Background: an optimization exercise with open tools, aiming at small area. Do not read the settings as production practice.
In this exercise RTL edits were held to simulation tests only and were not proved equivalent to the original.
Power is estimated from default activity; no workload was simulated.

==> job 4081: inputs <==
Design ridge_engine, start of the top module:
module ridge_engine #(
    parameter NCMP = 8
) (
    input  wire         clk,
    input  wire         rst,             
    input  wire         beat,            
    input  wire         addend_we,
    input  wire [31:0]  addend_int,
    input  wire [39:0]  addend_frac,
    input  wire         cfg_we,
    input  wire [19:0]  cfg_jump_ns,     
    input  wire [13:0]  cfg_slew_max,    
    input  wire         corr_valid,
    input  wire         corr_dpll,       
    input  wire [63:0]  corr_val,        
    input  wire [13:0]  corr_rate,       
    input  wire         step_valid,
    input  wire         step_use_req,
    input  wire [63:0]  step_val,        
    input  wire         cmp_we,
    input  wire [2:0]   cmp_sel,
    input  wire         cmp_wr_en,
    input  wire         cmp_wr_periodic,
    input  wire         cmp_wr_late_act,
    input  wire [63:0]  cmp_wr_tgt,
    input  wire [63:0]  cmp_wr_per,
    output reg  [63:0]  count,
    output wire [63:0]  slew_rem,        
    output reg          slewing,
    output reg          step_needed,
    output reg  [63:0]  req_step,
    output reg          corr_ack,
    output reg          corr_nak,
    output reg          step_nak,
    output reg          step_done,
    output reg  [63:0]  step_amount,
    output reg          cfg_err,
    output wire [NCMP-1:0] cmp_en,
    output wire [NCMP-1:0] cmp_fire,
    output wire [NCMP-1:0] cmp_late
);
    localparam [31:0] NOM_INT  = 32'h0000_CCCC;
  ...
Settings: LEC_CHECK=0, ABC_AREA=1, CAP_MARGIN=20, CORE_MARGIN=2, CORE_UTILIZATION=65, CTS_BUF_LIST=sky130_fd_sc_hd__clkbuf_8, CTS_CLUSTER_DIAMETER=60, CTS_CLUSTER_SIZE=14, SLEW_MARGIN=20; clock period 30.0 ns.
standard.sh (not shown) runs the stock make flow with config.mk's settings and CLKGATE_MAP_FILE= SYNTH_SCRIPT=/design/flow/synth_recipe.tcl, a recipe that flattens the netlist after the stock synthesis.
==> flow/flow/run.sh <==
#!/bin/bash
# Own flow: the standard layout (standard.sh) with these changes:
#  - synthesis is the standard flow's synth_recipe.tcl and ORFS's synth.tcl unchanged except
#    that (a) only full adders are extracted as adder cells (half adders are
#    left to ABC as plain gates) and (b) ABC maps the logic with
#    flow/abc_area_map.script (area recovery under the delay target instead of
#    near-minimum-delay mapping). Registers, their names and cell types are
#    those of the standard synthesis;
#  - the port buffers that placement inserts on every input and output use the
#    smallest buffer cell.
# Each tool's full output is in orfs_make.log and the ORFS logs under orfs/logs.
set -euo pipefail
HERE="$PWD"
sed -e "s#^source \$::env(SCRIPTS_DIR)/synth_preamble.tcl\$#&\nset abc_args [lreplace \$abc_args 1 1 $HERE/flow/abc_area_map.script]#" \
    -e "s#^  extract_fa {\*}\[dont_use_extract_fa_args\]\$#  extract_fa -fa {*}[dont_use_extract_fa_args]#" \
    "$FLOW_HOME/scripts/synth.tcl" > "$HERE/flow_synth_core.tcl"
grep -q "abc_area_map.script" "$HERE/flow_synth_core.tcl"
grep -q "^  extract_fa -fa " "$HERE/flow_synth_core.tcl"
sed "s#^source \$::env(SCRIPTS_DIR)/synth.tcl\$#source $HERE/flow_synth_core.tcl#" \
    "$HERE/synth_recipe.tcl" > "$HERE/flow_synth.tcl"
grep -q "flow_synth_core.tcl" "$HERE/flow_synth.tcl"
bash standard.sh finish "SYNTH_SCRIPT=$HERE/flow_synth.tcl" \
    "BUFFER_PORTS_ARGS=-buffer_cell sky130_fd_sc_hd__buf_1" > orfs_make.log 2>&1
==> flow/flow/abc_area_map.script <==
strash
dch
map -D 20000
topo
stime -c
buffer -c
upsize -c
dnsize -c
==> job 1302: changes against job 4081 <==
--- a/flow/design.v
+++ b/flow/design.v
@@ -127,22 +127,16 @@
                    (named_rate == 14'd0 || corr_rate < named_rate);
     wire [39:0] ofs_in;
     ridge_omul_fast u_mul_in (.r(corr_rate), .o(ofs_in));
     wire [39:0] ofs_cfg;
     ridge_omul u_mul_cfg (.r(smax_cfg), .o(ofs_cfg));
     wire [63:0] rq_v = (corr_valid && corr_dpll) ? corr_val : req_ref;
-    wire [36:0] rq_lo;
+    wire [63:0] rq_sum;
     wire        rq_co;
-    ridge_rcadd #(.W(37)) u_rq (.a(pb_hi), .b(rq_v[36:0]), .ci(pb_neg && pb_lo_nz),
-                                .s(rq_lo), .co(rq_co));
-    wire [26:0] rq_hi_inc, rq_hi_decn;
-    ridge_inc #(.W(27)) u_rqi (.a(rq_v[63:37]),  .ci(1'b1), .s(rq_hi_inc));
-    ridge_inc #(.W(27)) u_rqd (.a(~rq_v[63:37]), .ci(1'b1), .s(rq_hi_decn));
-    wire [26:0] rq_hi = (rq_co == pb_hi[36]) ? rq_v[63:37] :
-                        rq_co ? rq_hi_inc : ~rq_hi_decn;
-    wire [63:0] rq_sum = {rq_hi, rq_lo};
+    ridge_bkadd #(.W(64)) u_rq (.a({{27{pb_hi[36]}}, pb_hi}), .b(rq_v),
+                                .ci(pb_neg && pb_lo_nz), .s(rq_sum), .co(rq_co));
     wire [36:0] trunc_p;
     ridge_inc #(.W(37)) u_tr (.a(p_hi), .ci(pneg && p_lo_nz), .s(trunc_p));
     assign slew_rem = {{27{trunc_p[36]}}, trunc_p};
     wire [63:0] y_hi = step_apply ? step_total : {64{slew41[40]}};
     wire [39:0] y_lo = step_apply ? 40'd0 : slew41[39:0];
     wire [103:0] ca = {count, frac};
CORE_UTILIZATION = 68   (was 65)
==> summary of the runs <==
Job 1302 finished but fails on slew limit. Job 4081 completed with no timing, DRC or antenna violations.
Between job 1302 and job 4081, the lower combinational power is in job 4081 (gap about 5%, measured against job 4081).
Final cell count is about the same in job 4081 and job 1302.
Between job 4081 and job 1302, the lower non-clock buffer count is in job 1302 (gap 9).
In sequential share of layout area, job 4081 and job 1302 hardly differ.
Of job 4081 and job 1302, job 1302 has the higher total power (gap 2.4%, measured against job 1302).
Sequential power is about the same in job 4081 and job 1302.
Against job 1302, the register-to-register slack of job 4081 is higher by 0.097 ns.
In clock power, job 4081 and job 1302 hardly differ.
In job 4081 the worst setup slack is better than in job 1302, by 0.097 ns.
Clock skew: job 4081 is lower than job 1302 (0.0082 ns).

## separate check: timing with driven ports
The flow's constraints put no driver on any port. The routed layouts listed below were extracted and timed again, unchanged, in two steps. Step 1: set_driving_cell puts a clkbuf_16 on clk and a buf_2 on each other input, an assumption about the parent block. Step 2 moves the port delays by t, midway between the first and last clock arrival at a register: inputs arrive t later, outputs are due t later. That takes back most of the time a late clock gives input paths. Three values: ideal ports, drivers, drivers and shift; two values: the first two.
| run | t, ns | setup slack, ns | worst hold slack (ns) | latest minus earliest clock arrival (ns) | cell pins on the clock port's net |
|---|---|---|---|---|---|
| job 4081 | 1.094 | 0.773 / 0.773 / 0.773 | 0.462 / 0.462 / 0.462 | 0.056 / 0.056 | 1 |
| job 1302 | 1.030 | 0.677 / 0.677 / 0.677 | 0.466 / 0.466 / 0.466 | 0.063 / 0.063 | 1 |
